This design comes from an exercise in tuning for small area, a short achievable clock period and few clock cycles on the open sky130 flow, not from production work. RTL that was checked went through simulation tests only; none was proved equivalent to the original.

==> flow/design.v (excerpt) <==
module kk7_combiner (
    input  wire         clk,
    input  wire         rst,
    input  wire         in_valid,
    output wire         in_ready,
    input  wire [31:0]  in_y,        
    input  wire         in_acc,      
    input  wire         in_ofmt,     
    input  wire         in_align,    
    input  wire         in_nan,      
    input  wire [199:0] in_s,        
    input  wire [63:0]  in_code,     
    input  wire [79:0]  in_ea,       
    output wire         out_valid,
    input  wire         out_ready,
    output wire [31:0]  out_y,
    output wire         out_ovf      
);
    integer i;
    reg        busy;        
    reg  [7:1] rem;         
    reg        rdy;         
    reg  [1:0] pend;        
    wire codes_equal = (in_code[15:8]  == in_code[7:0]) && (in_code[23:16] == in_code[7:0]) &&
                       (in_code[31:24] == in_code[7:0]) && (in_code[39:32] == in_code[7:0]) &&
                       (in_code[47:40] == in_code[7:0]) && (in_code[55:48] == in_code[7:0]) &&
                       (in_code[63:56] == in_code[7:0]);
    wire in_fused = in_align && codes_equal && (in_code[7:0] != 8'h00) && (in_code[7:0] != 8'hFF);
    reg  any_ff;
    reg  [7:1] act;
    always @* begin
        any_ff = in_nan;
        for (i = 0; i < 8; i = i + 1)
            any_ff = any_ff | (in_code[8*i +: 8] == 8'hFF);
        for (i = 1; i < 8; i = i + 1)
            act[i] = (in_code[8*i +: 8] != 8'h00) && (in_s[25*i +: 25] != 25'd0);
    end
    wire [7:1] rem_low  = rem & ~(rem - 7'd1);    
    wire [7:1] rem_rest = rem & (rem - 7'd1);
  ...
Size in the first run: ~420 I/O pins.
clock: 38.0 ns
lec_check: 0
abc_area: 1
cap_margin: 20
core_margin: 2
core_utilization: 40
slew_margin: 20
run.sh (not shown) runs the stock make flow with config.mk's settings and CLKGATE_MAP_FILE= SYNTH_SCRIPT=/design/flow/synth_recipe.tcl, a recipe that flattens the netlist after the stock synthesis.
==> next run, changes <==
--- a/flow/design.v
+++ b/flow/design.v
@@ -169,33 +169,46 @@
     wire        emit    = t_v && (t_fused ? t_last : (t_real && t_code != 8'h00));
     always @(posedge clk) begin
         acc <= acc_nx;
         if (t_first) x0 <= x_j;
     end
     wire        p_sign = val[27];
     wire [27:0] p_mag  = p_sign ? -val : val;
+    wire signed [11:0] p_q = $signed({x[10], x}) + 12'sd153;
+    wire        p_neg  = p_q[11];
+    reg  [27:0] p_lim;
+    always @* begin
+        for (i = 0; i < 28; i = i + 1)
+            p_lim[i] = (p_q == 27 - i);
+    end
+    wire [27:0] p_ml   = p_mag | p_lim;
     reg  [4:0]  p_lz;
     always @* begin
         p_lz = 5'd0;
         for (i = 0; i < 28; i = i + 1)
-            if (p_mag[i]) p_lz = 5'd27 - i[4:0];
-    end
-    wire [27:0] p_nm  = p_mag << p_lz;
+            if (p_ml[i]) p_lz = 5'd27 - i[4:0];
+    end
+    wire [4:0]  p_rs   = (p_q < -12'sd31) ? 5'd31 : -p_q[4:0];
+    wire [4:0]  p_rot  = p_neg ? -p_rs : p_lz;       
+    reg  [31:0] p_rv [0:5];
+    integer k;
+    always @* begin
+        p_rv[0] = {4'b0000, p_mag};
+        for (k = 0; k < 5; k = k + 1)
+            p_rv[k+1] = p_rot[k] ? ((p_rv[k] << (1 << k)) | (p_rv[k] >> (32 - (1 << k)))) : p_rv[k];
+    end
+    reg  [31:0] p_wrap;
+    always @* begin
+        for (i = 0; i < 32; i = i + 1)
+            p_wrap[i] = p_neg && ({27'd0, p_rs} >= 32 - i);
+    end
+    wire        p_jam  = |(p_rv[5] & p_wrap);
+    wire [27:0] p_m    = (p_rv[5][27:0] & ~p_wrap[27:0]) | {27'd0, p_jam};
     wire signed [12:0] p_eb = $signed({{2{x[10]}}, x}) + 13'sd154 - $signed({8'd0, p_lz});
-    wire        p_low = (p_eb < 13'sd1);
-    wire signed [12:0] p_rs = 13'sd1 - p_eb;
-    wire [4:0]  p_rsh = (p_rs > 13'sd31) ? 5'd31 : p_rs[4:0];
-    reg  [27:0] p_jm;
-    always @* begin
-        for (i = 0; i < 28; i = i + 1)
-            p_jm[i] = ({27'd0, p_rsh} > i);
-    end
-    wire [27:0] p_dn  = (p_nm >> p_rsh) | {27'd0, |(p_nm & p_jm)};
-    wire [27:0] p_m   = p_low ? p_dn : p_nm;
-    wire [8:0]  p_e   = p_low ? 9'd1 : (p_eb > 13'sd256) ? 9'd256 : p_eb[8:0];
+    wire [8:0]  p_e    = p_neg ? 9'd1 : (p_eb > 13'sd256) ? 9'd256 : p_eb[8:0];
     reg        u_skip, u_last, u_sign, u_ofmt, u_nan;
     reg [8:0]  u_eb;
     reg [27:0] u_m;
     always @(posedge clk) begin
         if (rst) begin
             u_skip <= 1'b1; u_last <= 1'b0;
         end else begin
Result: Utilization goes down by 0.18 points. Wire length goes down by 6.8%. Global-route usage goes down by 2.6 points. Cell area stays flat. Die area goes up by 0.71%.
Function was not checked in any run of this note: the RTL went through the layout flow alone.

The RTL this note starts from:
==> flow/design.v <==
module kk7_comb_add (
    input  wire [31:0] y,
    input  wire        y_nz,        
    input  wire        skip,
    input  wire        us,
    input  wire [8:0]  ueb,
    input  wire [27:0] um,
    output wire [31:0] r,
    output wire        r_nz         
);
    integer i;
    wire        ys    = y[31];
    wire [7:0]  yf    = y[30:23];
    wire        y_sp  = &yf;                        
    wire        y_nan = y_sp && (y[22:0] != 23'd0);
    wire [8:0]  yeb   = {1'b0, yf[7:1], yf[0] | !y_nz};
    wire [27:0] ym    = {y_nz, y[22:0], 4'b0000};
    wire        eff_sub = us ^ ys;
    wire [9:0]  d1    = {1'b0, ueb} - {1'b0, yeb};
    wire [9:0]  d2    = {1'b0, yeb} - {1'b0, ueb};
    wire        dneg  = d1[9];                      
    wire        d0    = (d1 == 10'd0);
    wire        swap0 = d0 && eff_sub && (ym > um);
    wire [27:0] m_b   = dneg ? ym : um;             
    wire [27:0] m_s   = dneg ? um : ym;             
    wire [8:0]  e_big = dneg ? yeb : ueb;
    wire        s_r   = (dneg || swap0) ? ys : us;
    wire [9:0]  dab   = dneg ? d2 : d1;
    wire [4:0]  sh    = (dab[9:5] != 5'd0) ? 5'd31 : dab[4:0];
    wire [30:0] s_sh  = {m_s, 3'b000} >> sh;
    reg  [27:0] lowmask;
    always @* begin
        for (i = 0; i < 28; i = i + 1)
            lowmask[i] = ({27'd0, sh} >= i + 3);
    end
    wire        jam   = |(m_s & lowmask);
    wire [31:0] b_w   = {1'b0, m_b, 3'b000};
    wire [31:0] s_w   = {1'b0, s_sh[30:1], jam};
    wire [32:0] t_c   = {b_w, 1'b1} + {s_w ^ {32{eff_sub}}, eff_sub && !swap0};
    wire [31:0] sum   = t_c[32:1] ^ {32{swap0}};
    reg  [31:0] lim;
    always @* begin
        for (i = 0; i < 32; i = i + 1)
            lim[i] = (e_big == 9'd31 - i);
    end
    wire [31:0] sum_l = sum | lim;
    reg  [4:0]  lz;
    always @* begin
        lz = 5'd0;
        for (i = 0; i < 32; i = i + 1)
            if (sum_l[i]) lz = 5'd31 - i[4:0];
    end
    wire [31:0] nrm  = sum << lz;
    wire [23:0] mant = nrm[31:8];
    wire        inc  = nrm[7] & ((|nrm[6:0]) | mant[0]);
    wire [9:0]  fld0 = {1'b0, e_big} - {5'd0, lz} + {9'd0, mant[23]};
    wire [32:0] pk   = {fld0, mant[22:0]} + {32'd0, inc};
    wire        ovf  = (fld0 >= 10'd255) || ((fld0 == 10'd254) && inc && (&mant[22:0]));
    wire        zero = (sum == 32'd0);
    wire        pass = skip || y_sp;
    wire [31:0] r_sp = (skip || !y_nan) ? y : 32'h7FC0_0000;
    wire [31:0] r_nm = zero ? 32'h0000_0000 :
                       ovf  ? {s_r, 8'hFF, 23'd0} : {s_r, pk[30:0]};
    assign r = pass ? r_sp : r_nm;
    assign r_nz = pass ? (y_nz || (y_nan && !skip)) :
                         (!zero && (ovf || (fld0 != 10'd0) || (inc && (&mant[22:0]))));
endmodule
module kk7_combiner (
    input  wire         clk,
    input  wire         rst,
    input  wire         in_valid,
    output wire         in_ready,
    input  wire [31:0]  in_y,        
    input  wire         in_acc,      
    input  wire         in_ofmt,     
    input  wire         in_align,    
    input  wire         in_nan,      
    input  wire [199:0] in_s,        
    input  wire [63:0]  in_code,     
    input  wire [79:0]  in_ea,       
    output wire         out_valid,
    input  wire         out_ready,
    output wire [31:0]  out_y,
    output wire         out_ovf      
);
    integer i;
    reg        busy;        
    reg  [7:1] rem;         
    reg        rdy;         
    reg  [1:0] pend;        
    wire codes_equal = (in_code[15:8]  == in_code[7:0]) && (in_code[23:16] == in_code[7:0]) &&
                       (in_code[31:24] == in_code[7:0]) && (in_code[39:32] == in_code[7:0]) &&
                       (in_code[47:40] == in_code[7:0]) && (in_code[55:48] == in_code[7:0]) &&
                       (in_code[63:56] == in_code[7:0]);
    wire in_fused = in_align && codes_equal && (in_code[7:0] != 8'h00) && (in_code[7:0] != 8'hFF);
    reg  any_ff;
    reg  [7:1] act;
    always @* begin
        any_ff = in_nan;
        for (i = 0; i < 8; i = i + 1)
            any_ff = any_ff | (in_code[8*i +: 8] == 8'hFF);
        for (i = 1; i < 8; i = i + 1)
            act[i] = (in_code[8*i +: 8] != 8'h00) && (in_s[25*i +: 25] != 25'd0);
    end
    wire [7:1] rem_low  = rem & ~(rem - 7'd1);    
    wire [7:1] rem_rest = rem & (rem - 7'd1);
    wire       rem_many = (rem_rest != 7'd0);
    wire first  = !busy && in_valid;
    wire accept = busy && rdy;                     
    wire fetch  = first || (busy && (rem_many || rdy));
    wire [7:0] sel = busy ? {rem_low, 1'b0} : 8'd1;    
    wire       j_real = first || (rem != 7'd0);    
    wire       deliver = out_valid && out_ready;
    wire [7:1] rem_nx  = first ? (any_ff ? 7'd0 : act) :
                         (busy && rem_many) ? rem_rest :
                         accept ? 7'd0 : rem;
    wire       busy_nx = first || (busy && !accept);
    wire [1:0] pend_nx = pend + {1'b0, accept} - {1'b0, deliver};
    reg        fused_q;     
    always @(posedge clk) begin
        if (rst) begin
            busy <= 1'b0;
            rem  <= 7'd0;
            rdy  <= 1'b0;
            pend <= 2'd0;
        end else begin
            busy <= busy_nx;
            rem  <= rem_nx;
            rdy  <= busy && !accept && (!rem_many || ((rem_rest & (rem_rest - 7'd1)) == 7'd0)) &&
                    !pend_nx[1];
            pend <= pend_nx;
        end
        if (first) fused_q <= in_fused;
    end
    assign in_ready = rdy;
    reg [24:0] s_sel;
    reg [7:0]  code_sel;
    reg [9:0]  ea_sel;
    always @* begin
        s_sel = 25'd0; code_sel = 8'd0; ea_sel = 10'd0;
        for (i = 0; i < 8; i = i + 1) begin
            s_sel    = s_sel    | (in_s[25*i +: 25] & {25{sel[i]}});
            code_sel = code_sel | (in_code[8*i +: 8] & {8{sel[i]}});
            ea_sel   = ea_sel   | (in_ea[10*i +: 10] & {10{sel[i]}});
        end
    end
    reg        t_v, t_first, t_last, t_real, t_fused, t_ofmt, t_nan;
    reg [24:0] t_s;
    reg [7:0]  t_code;
    reg [9:0]  t_ea;
    always @(posedge clk) begin
        if (rst) begin
            t_v <= 1'b0; t_first <= 1'b0; t_last <= 1'b0;
        end else begin
            t_v     <= fetch;
            t_first <= first;
            t_last  <= accept;
        end
        t_real  <= fetch && j_real;
        t_fused <= first ? in_fused : fused_q;
        t_ofmt  <= in_ofmt;
        t_nan   <= any_ff;
        t_s     <= s_sel;
        t_code  <= code_sel;
        t_ea    <= ea_sel;
    end
    reg  [27:0] acc;        
    reg  [10:0] x0;         
    wire signed [10:0] x_j = $signed({3'b000, t_code}) - 11'sd127 + $signed({t_ea[9], t_ea});
    wire [27:0] s_ext   = t_real ? {{3{t_s[24]}}, t_s} : 28'd0;
    wire [27:0] acc_nx  = (t_first ? 28'd0 : acc) + s_ext;
    wire [27:0] val     = t_fused ? acc_nx : s_ext;
    wire signed [10:0] x = (t_fused && !t_first) ? x0 : x_j;
    wire        emit    = t_v && (t_fused ? t_last : (t_real && t_code != 8'h00));
    always @(posedge clk) begin
        acc <= acc_nx;
        if (t_first) x0 <= x_j;
    end
    wire        p_sign = val[27];
    wire [27:0] p_mag  = p_sign ? -val : val;
    wire signed [11:0] p_q = $signed({x[10], x}) + 12'sd153;
    wire        p_neg  = p_q[11];
    reg  [27:0] p_lim;
    always @* begin
        for (i = 0; i < 28; i = i + 1)
            p_lim[i] = (p_q == 27 - i);
    end
    wire [27:0] p_ml   = p_mag | p_lim;
    reg  [4:0]  p_lz;
    always @* begin
        p_lz = 5'd0;
        for (i = 0; i < 28; i = i + 1)
            if (p_ml[i]) p_lz = 5'd27 - i[4:0];
    end
    wire [4:0]  p_rs   = (p_q < -12'sd31) ? 5'd31 : -p_q[4:0];
    wire [4:0]  p_rot  = p_neg ? -p_rs : p_lz;       
    reg  [31:0] p_rv [0:5];
    integer k;
    always @* begin
        p_rv[0] = {4'b0000, p_mag};
        for (k = 0; k < 5; k = k + 1)
            p_rv[k+1] = p_rot[k] ? ((p_rv[k] << (1 << k)) | (p_rv[k] >> (32 - (1 << k)))) : p_rv[k];
    end
    reg  [31:0] p_wrap;
    always @* begin
        for (i = 0; i < 32; i = i + 1)
            p_wrap[i] = p_neg && ({27'd0, p_rs} >= 32 - i);
    end
    wire        p_jam  = |(p_rv[5] & p_wrap);
    wire [27:0] p_m    = (p_rv[5][27:0] & ~p_wrap[27:0]) | {27'd0, p_jam};
    wire signed [12:0] p_eb = $signed({{2{x[10]}}, x}) + 13'sd154 - $signed({8'd0, p_lz});
    wire [8:0]  p_e    = p_neg ? 9'd1 : (p_eb > 13'sd256) ? 9'd256 : p_eb[8:0];
    reg        u_skip, u_last, u_sign, u_ofmt, u_nan;
    reg [8:0]  u_eb;
    reg [27:0] u_m;
    always @(posedge clk) begin
        if (rst) begin
            u_skip <= 1'b1; u_last <= 1'b0;
        end else begin
            u_skip <= !emit || (val == 28'd0);
            u_last <= t_v && t_last;
        end
        u_sign <= p_sign;
        u_eb   <= p_e;
        u_m    <= p_m;
        u_ofmt <= t_ofmt;
        u_nan  <= t_nan;
    end
    reg  [31:0] y;
    reg         y_nz;       
    wire [31:0] y_nx;
    wire        y_nz_nx;
    kk7_comb_add u_add (
        .y    (y),
        .y_nz (y_nz),
        .skip (u_skip),
        .us   (u_sign),
        .ueb  (u_eb),
        .um   (u_m),
        .r    (y_nx),
        .r_nz (y_nz_nx)
    );
    reg        r_v, r_ofmt, r_nan;
    reg [31:0] r_y;
    reg        o_v, o_ovf;
    reg [31:0] o_y;
    wire       o_free = !o_v || out_ready;
    always @(posedge clk) begin
        if (t_v && t_first) begin
            y    <= in_acc ? in_y : 32'h0000_0000;
            y_nz <= in_acc && (in_y[30:23] != 8'd0);
        end else begin
            y    <= y_nx;
            y_nz <= y_nz_nx;
        end
        if (rst) begin
            r_v <= 1'b0;
            o_v <= 1'b0;
        end else begin
            r_v <= u_last || (r_v && !o_free);
            o_v <= r_v || (o_v && !out_ready);
        end
        if (u_last) begin
            r_y    <= y_nx;
            r_ofmt <= u_ofmt;
            r_nan  <= u_nan;
        end
        if (r_v && o_free) begin
            o_y   <= res;
            o_ovf <= ovf;
        end
    end
    wire        y_is_nan = (r_y[30:23] == 8'hFF) && (r_y[22:0] != 23'd0);
    wire [15:0] bf_rnd   = r_y[31:16] + {15'd0, r_y[15] & ((|r_y[14:0]) | r_y[16])};
    wire [15:0] bf       = y_is_nan ? 16'h7FC0 : bf_rnd;
    wire [31:0] res      = r_nan  ? (r_ofmt ? 32'h0000_7FC0 : 32'h7FC0_0000) :
                           r_ofmt ? {16'h0000, bf} : r_y;
    wire        ovf      = r_ofmt ? (res[14:0] == 15'h7F80) : (res[30:0] == 31'h7F80_0000);
    assign out_valid = o_v;
    assign out_y     = o_y;
    assign out_ovf   = o_ovf;
endmodule
export LEC_CHECK = 0
export ABC_AREA = 1
export CAP_MARGIN = 20
export CORE_MARGIN = 2
export CORE_UTILIZATION = 40
export SLEW_MARGIN = 20
create_clock -name core_clock -period 38.0 [get_ports {clk}]
standard.sh (not shown) runs the stock make flow with config.mk's settings and CLKGATE_MAP_FILE= SYNTH_SCRIPT=/design/flow/synth_recipe.tcl, a recipe that flattens the netlist after the stock synthesis.
==> flow/flow/run.sh <==
#!/bin/bash
# Standard layout: every port buffered with buf_1, and timing repair asked to
# aim well below the clock period.
bash standard.sh SETUP_SLACK_MARGIN=27.5 "BUFFER_PORTS_ARGS=-buffer_cell sky130_fd_sc_hd__buf_1" finish > standard.log 2>&1
Testbench counts at the start, summed over its fixed seeds: cycles 32,572.
==> next run, changes <==
--- a/flow/design.v
+++ b/flow/design.v
@@ -84,13 +84,13 @@
     output wire         out_ovf      
 );
     integer i;
     reg        busy;        
     reg  [7:1] rem;         
     reg        rdy;         
-    reg  [1:0] pend;        
+    reg        pend;        
     wire codes_equal = (in_code[15:8]  == in_code[7:0]) && (in_code[23:16] == in_code[7:0]) &&
                        (in_code[31:24] == in_code[7:0]) && (in_code[39:32] == in_code[7:0]) &&
                        (in_code[47:40] == in_code[7:0]) && (in_code[55:48] == in_code[7:0]) &&
                        (in_code[63:56] == in_code[7:0]);
     wire in_fused = in_align && codes_equal && (in_code[7:0] != 8'h00) && (in_code[7:0] != 8'hFF);
     reg  any_ff;
@@ -112,25 +112,25 @@
     wire       j_real = first || (rem != 7'd0);    
     wire       deliver = out_valid && out_ready;
     wire [7:1] rem_nx  = first ? (any_ff ? 7'd0 : act) :
                          (busy && rem_many) ? rem_rest :
                          accept ? 7'd0 : rem;
     wire       busy_nx = first || (busy && !accept);
-    wire [1:0] pend_nx = pend + {1'b0, accept} - {1'b0, deliver};
+    wire       pend_nx = accept || (pend && !deliver);
     reg        fused_q;     
     always @(posedge clk) begin
         if (rst) begin
             busy <= 1'b0;
             rem  <= 7'd0;
             rdy  <= 1'b0;
-            pend <= 2'd0;
+            pend <= 1'b0;
         end else begin
             busy <= busy_nx;
             rem  <= rem_nx;
             rdy  <= busy && !accept && (!rem_many || ((rem_rest & (rem_rest - 7'd1)) == 7'd0)) &&
-                    !pend_nx[1];
+                    !pend_nx;
             pend <= pend_nx;
         end
         if (first) fused_q <= in_fused;
     end
     assign in_ready = rdy;
     reg [24:0] s_sel;
@@ -237,46 +237,40 @@
         .us   (u_sign),
         .ueb  (u_eb),
         .um   (u_m),
         .r    (y_nx),
         .r_nz (y_nz_nx)
     );
-    reg        r_v, r_ofmt, r_nan;
-    reg [31:0] r_y;
-    reg        o_v, o_ovf;
+    reg        o_v, o_ofmt, o_nan;
     reg [31:0] o_y;
-    wire       o_free = !o_v || out_ready;
     always @(posedge clk) begin
         if (t_v && t_first) begin
             y    <= in_acc ? in_y : 32'h0000_0000;
             y_nz <= in_acc && (in_y[30:23] != 8'd0);
         end else begin
             y    <= y_nx;
             y_nz <= y_nz_nx;
         end
-        if (rst) begin
-            r_v <= 1'b0;
+        if (rst)
             o_v <= 1'b0;
-        end else begin
-            r_v <= u_last || (r_v && !o_free);
-            o_v <= r_v || (o_v && !out_ready);
-        end
+        else if (u_last)
+            o_v <= 1'b1;
+        else if (deliver)
+            o_v <= 1'b0;
         if (u_last) begin
-            r_y    <= y_nx;
-            r_ofmt <= u_ofmt;
-            r_nan  <= u_nan;
-        end
-        if (r_v && o_free) begin
-            o_y   <= res;
-            o_ovf <= ovf;
-        end
-    end
-    wire        y_is_nan = (r_y[30:23] == 8'hFF) && (r_y[22:0] != 23'd0);
-    wire [15:0] bf_rnd   = r_y[31:16] + {15'd0, r_y[15] & ((|r_y[14:0]) | r_y[16])};
-    wire [15:0] bf       = y_is_nan ? 16'h7FC0 : bf_rnd;
-    wire [31:0] res      = r_nan  ? (r_ofmt ? 32'h0000_7FC0 : 32'h7FC0_0000) :
-                           r_ofmt ? {16'h0000, bf} : r_y;
-    wire        ovf      = r_ofmt ? (res[14:0] == 15'h7F80) : (res[30:0] == 31'h7F80_0000);
+            o_y    <= y_nx;
+            o_ofmt <= u_ofmt;
+            o_nan  <= u_nan;
+        end
+    end
+    wire        o_fmax   = (o_y[30:23] == 8'hFF);
+    wire        o_frac0  = (o_y[22:0] == 23'd0);
+    wire        y_is_nan = o_fmax && !o_frac0;
+    wire        y_is_inf = o_fmax && o_frac0;
+    wire        bf_up    = o_y[15] & ((|o_y[14:0]) | o_y[16]);
+    wire [15:0] bf_rnd   = o_y[31:16] + {15'd0, bf_up};
+    wire        bf_ovf   = y_is_inf || ((o_y[30:16] == 15'h7F7F) && bf_up);
     assign out_valid = o_v;
-    assign out_y     = o_y;
-    assign out_ovf   = o_ovf;
+    assign out_y     = o_nan  ? (o_ofmt ? 32'h0000_7FC0 : 32'h7FC0_0000) :
+                       o_ofmt ? {16'h0000, y_is_nan ? 16'h7FC0 : bf_rnd} : o_y;
+    assign out_ovf   = !o_nan && (o_ofmt ? bf_ovf : y_is_inf);
 endmodule
- via count grows by a few percent
- worst setup slack is worse by 0.56 ns
- count of clock-buffer cells in the layout does not change
- synthesized cell count rises by a few percent
- final area decreases by a few percent
- clock skew rose by 0.018 ns
- wire length is higher by a few percent
- core utilization fell by 0.46 points
- non-clock buffer count fell by 8
- die area shrinks slightly
Function not checked in the second run of this note: the RTL went through the layout flow alone.

[port drivers added, routing unchanged]
In the flow no input, the clock included, has a driving cell. The finished layouts below were timed again as built, in two steps.
Step 1, drivers: a clkbuf_16 drives clk and a buf_2 each remaining input, both assumed.
Step 2 times the ports against the registers' clock, not the clock port: input delays grow and output delays shrink by t, the midpoint of the rising clock arrivals with the driver on.
Slacks: ideal ports / drivers / drivers and shift; pairs: ideal ports / drivers.
run	t (ns)	setup slack, ns	hold WS [ns]	worst setup path at the end
the first run of note 1	0.625	23.569 / 23.569 / 23.569	0.326 / 0.326 / 0.326	register to register
the second run of note 1	0.625	24.918 / 24.918 / 24.918	0.327 / 0.327 / 0.327	register to register
the first run of note 2	0.632	28.091 / 28.091 / 27.785	0.335 / 0.335 / 0.335	input to register
the second run of note 2	0.591	27.529 / 27.477 / 27.765	0.332 / 0.332 / 0.332	input to register
After both steps setup and hold are still met in every run listed. For the first run of note 2, which loses most, drivers alone change the setup slack by 0.000 ns; drivers and shift together by -0.306 ns.
